This is an optimization exercise on Yosys and OpenROAD, whose aim is small area, not a production implementation.
Where RTL was checked, it was by simulation tests only, not by an equivalence proof against the original.
Power is estimated from default activity; no workload was simulated.

==> inputs of run B <==
## sinc4_decim
module sinc4_decim (
    input  wire        clk,
    input  wire        rst,         
    input  wire        in_valid,
    input  wire [8:0]  in_bits,
    output wire        out_valid,
    output wire [3:0]  out_lane,
    output wire [18:0] out_data
);
clock: 20.0 ns
lec_check: 0
abc_area: 1
cap_margin: 20
core_margin: 2
core_utilization: 70
cts_buf_list: sky130_fd_sc_hd__clkbuf_8
cts_cluster_diameter: 60
cts_cluster_size: 20
gpl_timing_driven: 0
slew_margin: 20
synth_hierarchical: 1
synth_memory_max_bits: 16384
standard.sh (not shown) runs the stock make flow with config.mk's settings and CLKGATE_MAP_FILE= SYNTH_SCRIPT=/design/flow/synth_recipe.tcl, a recipe that flattens the netlist after the stock synthesis.
==> flow/flow/run.sh <==
#!/bin/bash
# Own layout flow: the standard synthesis, then the combinational logic between the
# registers re-mapped by ABC for area (the registers, their names and cell types are kept),
# then the standard layout from floorplan on, with the ports buffered by buf_1.
# Each tool writes its full output to a log file in this folder.
set -euo pipefail
W=$(pwd)
F=$W/flow
P=$FLOW_HOME/platforms/$FLOW_PLATFORM
LIB=$P/lib/sky130_fd_sc_hd__tt_025C_1v80.lib
R=$W/orfs/results/$FLOW_PLATFORM/sinc4_decim/base
YOSYS=$(command -v yosys || echo $FLOW_HOME/../tools/install/yosys/bin/yosys)

# 1. standard synthesis
bash standard.sh synth > $W/flow_1_synth.log 2>&1

# 2. re-map the logic between the registers
cp $R/1_2_yosys.v $W/synth_standard.v
python3 $F/lib2v.py $LIB > $W/cells_func.v
DU=$(sed -n '/DONT_USE_CELLS/,/^#/p' $P/config.mk | grep -o 'sky130_fd_sc_hd__[A-Za-z0-9_]*' | sed 's/^/-dont_use /' | tr '\n' ' ')
cat > $W/remap.ys <<EOS

read_verilog $W/cells_func.v
read_verilog $W/synth_standard.v
hierarchy -top $FLOW_TOP
flatten
read_liberty -lib $LIB
rename -hide w:* i:* %d o:* %d
opt_clean -purge
techmap
opt -fast
abc -liberty $LIB $DU -script $F/remap.abc
opt_clean -purge
setundef -zero
hilomap -singleton -hicell sky130_fd_sc_hd__conb_1 HI -locell sky130_fd_sc_hd__conb_1 LO
splitnets
opt_clean -purge
check -assert -mapped
tee -o $W/remap_stat.txt stat -liberty $LIB
write_verilog -noattr -nohex -nodec $W/synth_remapped.v
EOS
$YOSYS -l $W/flow_2_remap.log -q -s $W/remap.ys
cp $W/synth_remapped.v $R/1_2_yosys.v
rm -f $R/1_synth.odb $R/1_synth.sdc

# 3. standard layout from the re-mapped netlist
bash standard.sh "BUFFER_PORTS_ARGS=-buffer_cell sky130_fd_sc_hd__buf_1" "CTS_ARGS=-sink_clustering_enable -repair_clock_nets -sink_clustering_size 20 -sink_clustering_max_diameter 60 -buf_list sky130_fd_sc_hd__clkbuf_8 -dont_use_dummy_load" finish > $W/flow_3_layout.log 2>&1
test -s $W/out/final.def
==> flow/flow/remap.abc <==
strash
&get -n
&st
&dch
&nf -R 50
&put
Other scripts of this flow, unchanged in this note and not shown: flow/flow/lib2v.py
==> run G: changes against run B <==
--- a/flow/flow/run.sh
+++ b/flow/flow/run.sh
@@ -26,5 +26,4 @@
 flatten
 read_liberty -lib $LIB
-rename -hide w:* i:* %d o:* %d
 opt_clean -purge
 techmap
@@ -36,4 +35,5 @@
 splitnets
 opt_clean -purge
+insbuf -buf sky130_fd_sc_hd__buf_4 A X
 check -assert -mapped
 tee -o $W/remap_stat.txt stat -liberty $LIB
@@ -45,4 +45,4 @@
 
 # 3. standard layout from the re-mapped netlist
-bash standard.sh "BUFFER_PORTS_ARGS=-buffer_cell sky130_fd_sc_hd__buf_1" "CTS_ARGS=-sink_clustering_enable -repair_clock_nets -sink_clustering_size 20 -sink_clustering_max_diameter 60 -buf_list sky130_fd_sc_hd__clkbuf_8 -dont_use_dummy_load" finish > $W/flow_3_layout.log 2>&1
+bash standard.sh "BUFFER_PORTS_ARGS=-buffer_cell sky130_fd_sc_hd__buf_1" finish > $W/flow_3_layout.log 2>&1
 test -s $W/out/final.def
==> flow/flow/remap.abc (replaced) <==
strash
&get -n
&st
&dch
&nf -R 1000
&put
CORE_UTILIZATION = 60   (was 70)
GPL_TIMING_DRIVEN = not set   (was 0)
==> comparison table <==
|  | run B | run G |
|---|---|---|
| Reported clock group power | 539 uW | 581 uW |
| N_taps | 330 | 390 |
| Number of standard cells after synthesis | 1432 | 1457 |
| Number of combinational gates with multiple inputs | 756 | 752 |
| Die H | 163 um | 177 um |
| Startpoint of the worst-slack reg-to-reg timing path | age[1]$_SDFFE_PP1P_ | lane[0]$_SDFF_PP0_ |
| Switching share of total power | 0.255 | 0.258 |
| Layout overhead on the synthesized area | 7.02% | 7.49% |
| Number of design-rule violations left by the first detailed-router iteration | 1034 | 685 |
| GPL Wtd Cong | 1.02 | 1.03 |
| Final period utilization | 0.961 | 0.938 |
| Number of non-filler instances in the completed layout | 1840 | 1933 |
| CP Depth | 57 | 63 |
| All-layer global routing usage | 0.341 | 0.297 |
| Share of cell area taken by multi-input logic gates | 0.241 | 0.232 |
| Biggest fanout along the worst timing path | 9 | 13 |
| Switching power | 550 uW | 571 uW |
| WL per Instance | 24.6 um | 23.5 um |
| Tightest Pin Transition | 1150 ps | 1170 ps |
| Launch point of the critical path | age[1]$_SDFFE_PP1P_ | lane[0]$_SDFF_PP0_ |
| Non-clk bufs | 39 | 56 |
| Run status | finished clean | finished clean |
| Critical Path AT | 15220 ps | 14750 ps |


==> inputs of wip/fjord <==
==> flow/design.v <==
module sinc4_decim (
    input  wire        clk,
    input  wire        rst,         
    input  wire        in_valid,
    input  wire [8:0]  in_bits,
    output wire        out_valid,
    output wire [3:0]  out_lane,
    output wire [18:0] out_data
);
    reg  [69:0] ring [0:8];
    reg  [8:0]  lb;      
    reg  [3:0]  age;     
    reg  [4:0]  ql;      
    reg         dbl;     
    reg         xo;      
    reg  [3:0]  lane;    
    reg         clr;     
    wire        stb   = in_valid & ~rst;
    wire        pl    = ~age[3] | (age == 4'd8);
    wire        dact  = dbl & (age == 4'd0);
    wire        xn    = pl & lb[lane];
    wire        xold  = dact & xo;
    wire        q25   = dact & (ql == 5'd0);
    wire        shift = pl & ((ql == 5'd24) | q25);
    wire [3:0]  lnext = (lane == 4'd8) ? 4'd0 : lane + 4'd1;
    reg  [56:0] k;
    always @(*) begin
        case ({(q25 ? 5'd25 : ql), xold, xn})
            7'd0: k = {14'd0, 15'd0, 15'd0, 13'd0};
            7'd1: k = {14'd0, 15'd2300, 15'd10400, 13'd2925};
            7'd2: k = {14'd0, 15'd2024, 15'd10328, 13'd3272};
            7'd3: k = {14'd0, 15'd4324, 15'd20728, 13'd6197};
            7'd4: k = {14'd0, 15'd0, 15'd0, 13'd0};
            7'd5: k = {14'd0, 15'd2600, 15'd10425, 13'd2600};
            7'd6: k = {14'd0, 15'd2300, 15'd10400, 13'd2925};
            7'd7: k = {14'd0, 15'd4900, 15'd20825, 13'd5525};
            7'd8: k = {14'd0, 15'd0, 15'd0, 13'd0};
            7'd9: k = {14'd0, 15'd2925, 15'd10400, 13'd2300};
            7'd10: k = {14'd0, 15'd2600, 15'd10425, 13'd2600};
            7'd11: k = {14'd0, 15'd5525, 15'd20825, 13'd4900};
            7'd12: k = {14'd0, 15'd0, 15'd0, 13'd0};
            7'd13: k = {14'd1, 15'd3272, 15'd10328, 13'd2024};
            7'd14: k = {14'd0, 15'd2925, 15'd10400, 13'd2300};
            7'd15: k = {14'd1, 15'd6197, 15'd20728, 13'd4324};
            7'd16: k = {14'd0, 15'd0, 15'd0, 13'd0};
            7'd17: k = {14'd4, 15'd3638, 15'd10212, 13'd1771};
            7'd18: k = {14'd1, 15'd3272, 15'd10328, 13'd2024};
            7'd19: k = {14'd5, 15'd6910, 15'd20540, 13'd3795};
            7'd20: k = {14'd0, 15'd0, 15'd0, 13'd0};
            7'd21: k = {14'd10, 15'd4020, 15'd10055, 13'd1540};
            7'd22: k = {14'd4, 15'd3638, 15'd10212, 13'd1771};
            7'd23: k = {14'd14, 15'd7658, 15'd20267, 13'd3311};
            7'd24: k = {14'd0, 15'd0, 15'd0, 13'd0};
            7'd25: k = {14'd20, 15'd4415, 15'd9860, 13'd1330};
            7'd26: k = {14'd10, 15'd4020, 15'd10055, 13'd1540};
            7'd27: k = {14'd30, 15'd8435, 15'd19915, 13'd2870};
            7'd28: k = {14'd0, 15'd0, 15'd0, 13'd0};
            7'd29: k = {14'd35, 15'd4820, 15'd9630, 13'd1140};
            7'd30: k = {14'd20, 15'd4415, 15'd9860, 13'd1330};
            7'd31: k = {14'd55, 15'd9235, 15'd19490, 13'd2470};
            7'd32: k = {14'd0, 15'd0, 15'd0, 13'd0};
            7'd33: k = {14'd56, 15'd5232, 15'd9368, 13'd969};
            7'd34: k = {14'd35, 15'd4820, 15'd9630, 13'd1140};
            7'd35: k = {14'd91, 15'd10052, 15'd18998, 13'd2109};
            7'd36: k = {14'd0, 15'd0, 15'd0, 13'd0};
            7'd37: k = {14'd84, 15'd5648, 15'd9077, 13'd816};
            7'd38: k = {14'd56, 15'd5232, 15'd9368, 13'd969};
            7'd39: k = {14'd140, 15'd10880, 15'd18445, 13'd1785};
            7'd40: k = {14'd0, 15'd0, 15'd0, 13'd0};
            7'd41: k = {14'd120, 15'd6065, 15'd8760, 13'd680};
            7'd42: k = {14'd84, 15'd5648, 15'd9077, 13'd816};
            7'd43: k = {14'd204, 15'd11713, 15'd17837, 13'd1496};
            7'd44: k = {14'd0, 15'd0, 15'd0, 13'd0};
            7'd45: k = {14'd165, 15'd6480, 15'd8420, 13'd560};
            7'd46: k = {14'd120, 15'd6065, 15'd8760, 13'd680};
            7'd47: k = {14'd285, 15'd12545, 15'd17180, 13'd1240};
            7'd48: k = {14'd0, 15'd0, 15'd0, 13'd0};
            7'd49: k = {14'd220, 15'd6890, 15'd8060, 13'd455};
            7'd50: k = {14'd165, 15'd6480, 15'd8420, 13'd560};
            7'd51: k = {14'd385, 15'd13370, 15'd16480, 13'd1015};
            7'd52: k = {14'd0, 15'd0, 15'd0, 13'd0};
            7'd53: k = {14'd286, 15'd7292, 15'd7683, 13'd364};
            7'd54: k = {14'd220, 15'd6890, 15'd8060, 13'd455};
            7'd55: k = {14'd506, 15'd14182, 15'd15743, 13'd819};
            7'd56: k = {14'd0, 15'd0, 15'd0, 13'd0};
            7'd57: k = {14'd364, 15'd7683, 15'd7292, 13'd286};
            7'd58: k = {14'd286, 15'd7292, 15'd7683, 13'd364};
            7'd59: k = {14'd650, 15'd14975, 15'd14975, 13'd650};
            7'd60: k = {14'd0, 15'd0, 15'd0, 13'd0};
            7'd61: k = {14'd455, 15'd8060, 15'd6890, 13'd220};
            7'd62: k = {14'd364, 15'd7683, 15'd7292, 13'd286};
            7'd63: k = {14'd819, 15'd15743, 15'd14182, 13'd506};
            7'd64: k = {14'd0, 15'd0, 15'd0, 13'd0};
            7'd65: k = {14'd560, 15'd8420, 15'd6480, 13'd165};
            7'd66: k = {14'd455, 15'd8060, 15'd6890, 13'd220};
            7'd67: k = {14'd1015, 15'd16480, 15'd13370, 13'd385};
            7'd68: k = {14'd0, 15'd0, 15'd0, 13'd0};
            7'd69: k = {14'd680, 15'd8760, 15'd6065, 13'd120};
            7'd70: k = {14'd560, 15'd8420, 15'd6480, 13'd165};
            7'd71: k = {14'd1240, 15'd17180, 15'd12545, 13'd285};
            7'd72: k = {14'd0, 15'd0, 15'd0, 13'd0};
            7'd73: k = {14'd816, 15'd9077, 15'd5648, 13'd84};
            7'd74: k = {14'd680, 15'd8760, 15'd6065, 13'd120};
            7'd75: k = {14'd1496, 15'd17837, 15'd11713, 13'd204};
            7'd76: k = {14'd0, 15'd0, 15'd0, 13'd0};
            7'd77: k = {14'd969, 15'd9368, 15'd5232, 13'd56};
            7'd78: k = {14'd816, 15'd9077, 15'd5648, 13'd84};
            7'd79: k = {14'd1785, 15'd18445, 15'd10880, 13'd140};
            7'd80: k = {14'd0, 15'd0, 15'd0, 13'd0};
            7'd81: k = {14'd1140, 15'd9630, 15'd4820, 13'd35};
            7'd82: k = {14'd969, 15'd9368, 15'd5232, 13'd56};
            7'd83: k = {14'd2109, 15'd18998, 15'd10052, 13'd91};
            7'd84: k = {14'd0, 15'd0, 15'd0, 13'd0};
            7'd85: k = {14'd1330, 15'd9860, 15'd4415, 13'd20};
            7'd86: k = {14'd1140, 15'd9630, 15'd4820, 13'd35};
            7'd87: k = {14'd2470, 15'd19490, 15'd9235, 13'd55};
            7'd88: k = {14'd0, 15'd0, 15'd0, 13'd0};
            7'd89: k = {14'd1540, 15'd10055, 15'd4020, 13'd10};
            7'd90: k = {14'd1330, 15'd9860, 15'd4415, 13'd20};
            7'd91: k = {14'd2870, 15'd19915, 15'd8435, 13'd30};
            7'd92: k = {14'd0, 15'd0, 15'd0, 13'd0};
            7'd93: k = {14'd1771, 15'd10212, 15'd3638, 13'd4};
            7'd94: k = {14'd1540, 15'd10055, 15'd4020, 13'd10};
            7'd95: k = {14'd3311, 15'd20267, 15'd7658, 13'd14};
            7'd96: k = {14'd0, 15'd0, 15'd0, 13'd0};
            7'd97: k = {14'd2024, 15'd10328, 15'd3272, 13'd1};
            7'd98: k = {14'd1771, 15'd10212, 15'd3638, 13'd4};
            7'd99: k = {14'd3795, 15'd20540, 15'd6910, 13'd5};
            7'd100: k = {14'd0, 15'd0, 15'd0, 13'd0};
            7'd101: k = {14'd2300, 15'd10400, 15'd2925, 13'd0};
            7'd102: k = {14'd2024, 15'd10328, 15'd3272, 13'd1};
            7'd103: k = {14'd4324, 15'd20728, 15'd6197, 13'd1};
            default: k = 57'd0;
        endcase
    end
    wire [69:0] head = clr ? 70'd0 : ring[8];
    wire [18:0] r0 = head[18:0]  + {6'd0, k[12:0]};
    wire [18:0] r1 = head[37:19] + {4'd0, k[27:13]};
    wire [17:0] r2 = head[55:38] + {3'd0, k[42:28]};
    wire [14:0] r3 = {1'b0, head[69:56]} + {1'b0, k[56:43]};
    wire [69:0] upd = shift ? {14'd0, 3'd0, r3, 1'b0, r2, r1} : {r3[13:0], r2, r1, r0};
    integer i;
    always @(posedge clk) begin
        ring[0] <= upd;
        for (i = 1; i < 9; i = i + 1)
            ring[i] <= ring[i-1];
    end
    always @(posedge clk) begin
        if (rst) begin
            age  <= 4'd15;
            ql   <= 5'd24;
            dbl  <= 1'b0;
            lane <= 4'd0;
            clr  <= 1'b1;
        end else begin
            lane <= lnext;
            if (lane == 4'd8)
                clr <= 1'b0;
            if (stb) begin
                age <= 4'd0;
                ql  <= (ql == 5'd24) ? 5'd0 : ql + 5'd1;
                dbl <= (age == 4'd7);
            end else if (age != 4'd15) begin
                age <= age + 4'd1;
            end
        end
        if (stb) begin
            lb <= in_bits;
            xo <= lb[lnext];
        end
    end
    assign out_valid = shift;
    assign out_lane  = lane;
    assign out_data  = r0;
endmodule
==> flow/run.sh <==
#!/bin/bash
# synth_recipe.tcl (not shown) runs the flow's synth.tcl, then flattens the netlist and writes it again
# the make line also repeats each setting of config.mk as NAME=value (left out here)
make -C /OpenROAD-flow-scripts/flow DESIGN_CONFIG=/design/flow/config.mk WORK_HOME=/design/flow/orfs CLKGATE_MAP_FILE= SYNTH_SCRIPT=/design/flow/synth_recipe.tcl finish
==> flow/config.mk <==
export PLATFORM = sky130hd
export DESIGN_NAME = sinc4_decim
export DESIGN_NICKNAME = sinc4_decim
export VERILOG_FILES = /design/flow/design.v
export SDC_FILE = /design/flow/constraint.sdc
export NUM_CORES = 4
export LEC_CHECK = 0
export ABC_AREA = 1
export CAP_MARGIN = 20
export CORE_MARGIN = 2
export CORE_UTILIZATION = 40
export SLEW_MARGIN = 20
==> flow/constraint.sdc <==
create_clock -name core_clock -period 20.0 [get_ports {clk}]
set_input_delay 4.0000 -clock core_clock [delete_from_list [all_inputs] [get_ports {clk}]]
set_output_delay 4.0000 -clock core_clock [all_outputs]
set_load 0.01 [all_outputs]
==> inputs of wip/sierra, as changes to wip/fjord <==
--- a/flow/design.v
+++ b/flow/design.v
@@ -136,6 +136,9 @@
     wire [69:0] head = clr ? 70'd0 : ring[8];
-    wire [18:0] r0 = head[18:0]  + {6'd0, k[12:0]};
-    wire [18:0] r1 = head[37:19] + {4'd0, k[27:13]};
-    wire [17:0] r2 = head[55:38] + {3'd0, k[42:28]};
-    wire [14:0] r3 = {1'b0, head[69:56]} + {1'b0, k[56:43]};
+    wire [18:0] r0, r1;
+    wire [17:0] r2;
+    wire [14:0] r3;
+    rca #(19, 13) a0 (.a(head[18:0]),  .b(k[12:0]),  .s(r0));
+    rca #(19, 15) a1 (.a(head[37:19]), .b(k[27:13]), .s(r1));
+    rca #(18, 15) a2 (.a(head[55:38]), .b(k[42:28]), .s(r2));
+    rca #(15, 14) a3 (.a({1'b0, head[69:56]}), .b(k[56:43]), .s(r3));
     wire [69:0] upd = shift ? {14'd0, 3'd0, r3, 1'b0, r2, r1} : {r3[13:0], r2, r1, r0};
@@ -175 +178,21 @@
 endmodule
+module rca #(parameter W = 8, parameter WB = 8) (
+    input  wire [W-1:0]  a,
+    input  wire [WB-1:0] b,
+    output wire [W-1:0]  s
+);
+    wire [W:0] c;
+    assign c[0] = 1'b0;
+    genvar i;
+    generate
+        for (i = 0; i < W; i = i + 1) begin : g
+            if (i < WB) begin : f
+                assign s[i]   = a[i] ^ b[i] ^ c[i];
+                assign c[i+1] = (a[i] & b[i]) | (c[i] & (a[i] ^ b[i]));
+            end else begin : h
+                assign s[i]   = a[i] ^ c[i];
+                assign c[i+1] = a[i] & c[i];
+            end
+        end
+    endgenerate
+endmodule
- CTS_BUF_LIST: not set -> sky130_fd_sc_hd__clkbuf_16
- CTS_CLUSTER_DIAMETER: not set -> 60
- CTS_CLUSTER_SIZE: not set -> 35
- SYNTH_MEMORY_MAX_BITS: not set -> 16384
==> notes.md <==
- wip/sierra produced a clean layout. wip/fjord aborted during synthesis.
==> figures <==
                          wip/fjord               wip/sierra
Result of the run    did not finish  complete, no violations
Last stage reached        synthesis                        -
Warnings from Yosys               2                        2
For wip/sierra, only the layout was checked, not whether the RTL still works.

afterwards: timing with drivers on the ports:
Ports are ideal in the flow. The routed layouts listed here were re-timed in OpenROAD. Step 1 sets driving cells, clkbuf_16 on the clock port and buf_2 on the other inputs (assumed; they add their load-dependent delay and slew). Step 2 adds t to the input delays and takes it off the output delays; t is the mean of the earliest and latest rising clock arrival at the registers after step 1. Input paths then give back, and output paths get back, about the clock's delay inside the block. a / b / c = ideal / step 1 / step 2; a / b = the first two.
run | shift t [ns] | setup WS [ns] | worst register clock-pin slew, ns
run B | 0.614 | 0.783 / 0.738 / 1.352 | 0.13 / 0.13
run G | 0.638 | 1.249 / 1.197 / 1.835 | 0.11 / 0.11
wip/sierra | 0.621 | 6.701 / 6.645 / 7.266 | 0.11 / 0.11
After both steps setup and hold are still met in every run listed.
